Background: an optimization exercise with open tools, aiming at a short achievable clock period and few clock cycles per item. Do not read the settings as production practice. Function was checked by simulation only, so behaviour that the tests miss may differ from the original. Power figures rest on the tool's default switching activity, not on a simulated workload.

==> flow/design.v (excerpt) <==
module flw_dec (
    input  wire        clk,
    input  wire        rst,
    input  wire        in_valid,
    input  wire [7:0]  in_data,
    input  wire        in_last,
    output wire        in_ready,
    output reg         out_valid,
    output reg  [7:0]  out_data,
    output reg         done,
    output reg         res_ok,
    output reg  [3:0]  res_cause,
    output reg  [31:0] res_pos,
    output reg  [31:0] res_orig,
    output reg         mem_wr_en,
    output reg  [15:0] mem_wr_addr,
    output reg  [7:0]  mem_wr_data,
    output reg         mem_rd_en,
    output reg  [15:0] mem_rd_addr,
    input  wire [7:0]  mem_rd_data
);
For scale: ~6300 cells after synthesis, about 1600 flip-flops, about 76000 µm² of cells after synthesis.
clock: 12.0 ns
lec_check: 0
abc_clock_period_in_ps: 3000
cap_margin: 20
core_margin: 2
core_utilization: 45
gpl_timing_driven: 1
place_density: 0.6
setup_slack_margin: 5
slew_margin: 20
standard.sh (not shown) runs the stock make flow with config.mk's settings and CLKGATE_MAP_FILE= SYNTH_SCRIPT=/design/flow/synth_recipe.tcl, a recipe that flattens the netlist after the stock synthesis.
==> flow/flow/run.sh <==
#!/bin/bash
set -euo pipefail
bash standard.sh SETUP_SLACK_MARGIN=8.6 finish > standard.log 2>&1
The starting point finished clean.
Testbench counts at the start, summed over its fixed seeds: cycles 223,495, bytes 222,265.
==> next run, changes <==
--- a/flow/design.v
+++ b/flow/design.v
@@ -133,35 +133,37 @@
                  (p_kind == 2'b10 && (p_body != 24'd0 || p_orig != 24'd0));
     wire [16:0] bh_body_n = fld[24:8];
     wire [16:0] bh_orig_n = fld[56:40];
     wire        bh_w2_nz  = ({b, fld[95:72]} != 32'd0);
     wire [20:0] vint_n = vint | ({14'd0, b[6:0]} << (7 * idx));
     wire [2:0] tL      = b[7:5];
     wire       br_hi0  = (body_rem[16:3] == 14'd0);
     wire       or_hi0  = (oroom[16:3] == 14'd0);
     wire       t_gt_r  = br_hi0 && ({1'b0, tL} >= {1'b0, body_rem[2:0]});
     wire       t_eq_r  = br_hi0 && ({1'b0, body_rem[2:0]} == {1'b0, tL} + 4'd1);
     wire       t_gt_o  = or_hi0 && (tL > oroom[2:0]);
     wire       t_eq_o  = or_hi0 && (tL == oroom[2:0]);
-    wire       l_gt_r  = lreg > {5'd0, body_rem};
-    wire       l_eq_r  = lreg == {5'd0, body_rem};
-    wire       l_gt_o  = lreg > {5'd0, oroom};
-    wire       l_eq_o  = lreg == {5'd0, oroom};
+    wire [21:0] lx     = {1'b0, vint_n} + 22'd7;
+    wire [21:0] lx1    = {1'b0, vint_n} + 22'd8;
+    reg         l_gt_r, l_eq_r, l_gt_o, l_eq_o;
     wire [15:0] dm1      = {b, mdist_lo};              
     wire        sched_sm = (sched_hi == 16'd0) && !sched_c;
-    wire        dist_bad = (sched_sm && dm1 >= sched_lo) ||
-                           ((dm1 & wmask) != 16'd0);
+    reg         lo_ge, lo_wm;
+    wire        dist_bad = (sched_sm && (b > sched_lo[15:8] ||
+                                         (b == sched_lo[15:8] && lo_ge))) ||
+                           lo_wm || ((b & wmask[15:8]) != 8'd0);
     wire [16:0] len_dist = {12'd0, mf} + 17'd3;
-    wire        m_gt_o   = lreg > {5'd0, oroom};
-    wire        m_ne_o   = lreg != {5'd0, oroom};
+    wire [21:0] mx       = {1'b0, vint_n} + 22'd34;
+    reg         m_gt_o, m_ne_o;
+    reg  [15:0] lm1_q;        
     wire [16:0] m_sp     = {1'b0, sched_lo} + {1'b0, lreg[15:0]};
     reg        pack_ok;       
     reg        hold;          
     reg        append, commit;
     reg        push;
     reg [1:0]  push_k;
     reg [63:0] push_x;
     reg        push_f;
     task put;
         input [1:0]  kind;
         input [63:0] x;
         begin
@@ -358,32 +360,36 @@
                               spos, bl, spos_n);
             end
             S_LEXT: if (body_out)
                 reject(4'd4, tokpos, 1'b0);
             else if (take) begin
                 vint <= vint_n;
                 idx  <= idx + 4'd1;
                 if (b[7] && idx == 4'd2)
                     reject(4'd4, tokpos, bl);
                 else if (b[7])
                     go(S_LEXT, bl, spos_n);
                 else begin
-                    lreg      <= {1'b0, vint_n} + 22'd7;
+                    lreg      <= lx;
+                    l_gt_r    <= lx >= {5'd0, body_rem};      
+                    l_eq_r    <= lx1 == {5'd0, body_rem};
+                    l_gt_o    <= lx > {5'd0, oroom};
+                    l_eq_o    <= lx == {5'd0, oroom};
                     pend_last <= bl;
                     state     <= S_LCHK;
                 end
             end
             S_LCHK: if (q_room)
                 lit_known(l_gt_r, l_eq_r, l_gt_o, l_eq_o, lreg[16:0],
-                          lreg == 22'd0, lreg == 22'd1, mf != 5'd0,
+                          1'b0, 1'b0, mf != 5'd0,
                           tokpos, pend_last, spos);
             S_LIT: if (take) begin
                 put(K_LIT, {56'd0, b});
                 sched_lo <= sched_lo + 16'd1;
                 sched_c  <= (sched_lo == 16'hFFFF);
                 oroom    <= oroom - 17'd1;
                 cnt      <= cnt - 17'd1;
                 cnt1     <= (cnt == 17'd2);
                 if (cnt1) begin
                     if (br1) begin
                         pend_last <= bl;
                         state     <= S_BEND;
@@ -391,24 +397,26 @@
                         idx <= 4'd0;
                         go(S_DIST, bl, spos_n);
                     end
                 end else
                     go(S_LIT, bl, spos_n);
             end
             S_DIST: if (body_out)
                 reject(4'd4, tokpos, 1'b0);
             else if (take) begin
                 idx <= idx + 4'd1;
                 if (idx == 4'd0) begin
                     mdist_lo <= b;
+                    lo_ge    <= b >= sched_lo[7:0];
+                    lo_wm    <= (b & wmask[7:0]) != 8'd0;
                     go(S_DIST, bl, spos_n);
                 end else begin
                     mdm1_q <= dm1;
                     if (dist_bad)
                         reject(4'd4, tokpos, bl);
                     else if (mf == 5'd31) begin
                         idx  <= 4'd0;
                         vint <= 21'd0;
                         go(S_MEXT, bl, spos_n);
                     end else if (ld_gt || (br1 && ld_ne))
                         reject(4'd4, tokpos, bl);
                     else if (bl)
@@ -418,36 +426,39 @@
                 end
             end
             S_MEXT: if (body_out)
                 reject(4'd4, tokpos, 1'b0);
             else if (take) begin
                 vint <= vint_n;
                 idx  <= idx + 4'd1;
                 if (b[7] && idx == 4'd2)
                     reject(4'd4, tokpos, bl);
                 else if (b[7])
                     go(S_MEXT, bl, spos_n);
                 else begin
-                    lreg      <= {1'b0, vint_n} + 22'd34;
+                    lreg      <= mx;
+                    m_gt_o    <= mx > {5'd0, oroom};
+                    lm1_q     <= vint_n[15:0] + 16'd33;
+                    m_ne_o    <= mx != {5'd0, oroom};
                     pend_last <= bl;
                     state     <= S_MCHK;
                 end
             end
             S_MCHK: if (q_room) begin
                 if (m_gt_o || (br0 && m_ne_o))
                     reject(4'd4, tokpos, pend_last);
                 else if (pend_last)
                     finish(4'd8, spos);
                 else
-                    match_ok(mdm1_q, lreg[15:0] - 16'd1, m_sp | {lreg[16], 16'd0},
+                    match_ok(mdm1_q, lm1_q, m_sp | {lreg[16], 16'd0},
                              oroom - lreg[16:0], br0);
             end
             S_BEND: if (q_room) begin
                 put(K_BEND, {ipos, bcrc});
                 idx <= 4'd0;
                 go(S_BH, pend_last, spos);
             end
             S_TRL: if (take) begin
                 fld <= fld_n;
                 idx <= idx + 4'd1;
                 if (idx == 4'd0)
                     ipos <= spos;
Result: Clock-buffer cell count went up by 1; via count went up by about 3%; sequential power barely changes; cell count went up by about 2.2%; design area went up by about 2.4%; flip-flop and latch count went up by 19; wire length went up by about 4.5%; global-route usage went up by 1.2 points; sequential share of layout area went down by 0.51 points; area after synthesis went up by about 1.6%; clock skew went down by 7.0 ps; worst hold slack loses 5.5 ps.
Testbench counts after the change, summed over its fixed seeds: cycles 223,495, bytes 222,265.

-- static timing again, ports no longer ideal --
Ports are ideal in the flow. The routed layouts listed here were re-timed in OpenROAD.
Step 1, drivers: a clkbuf_16 drives clk and a buf_2 each remaining input, both assumed.
Step 2 times the ports against the registers' clock, not the clock port: input delays grow and output delays shrink by t, the midpoint of the rising clock arrivals with the driver on.
Slacks: no drivers / after step 1 / after step 2; pairs: no drivers / after step 1.
run	t (ns)	slack for setup (ns)	worst hold slack (ns)
the first run	0.881	7.815 / 7.815 / 7.391	0.372 / 0.372 / 0.372
the second run	0.903	8.265 / 8.189 / 7.573	0.366 / 0.366 / 0.366
After both steps setup and hold are still met in every run listed. The setup slack of the second run, which loses most, moves by -0.076 ns with the drivers and by -0.692 ns with both steps.
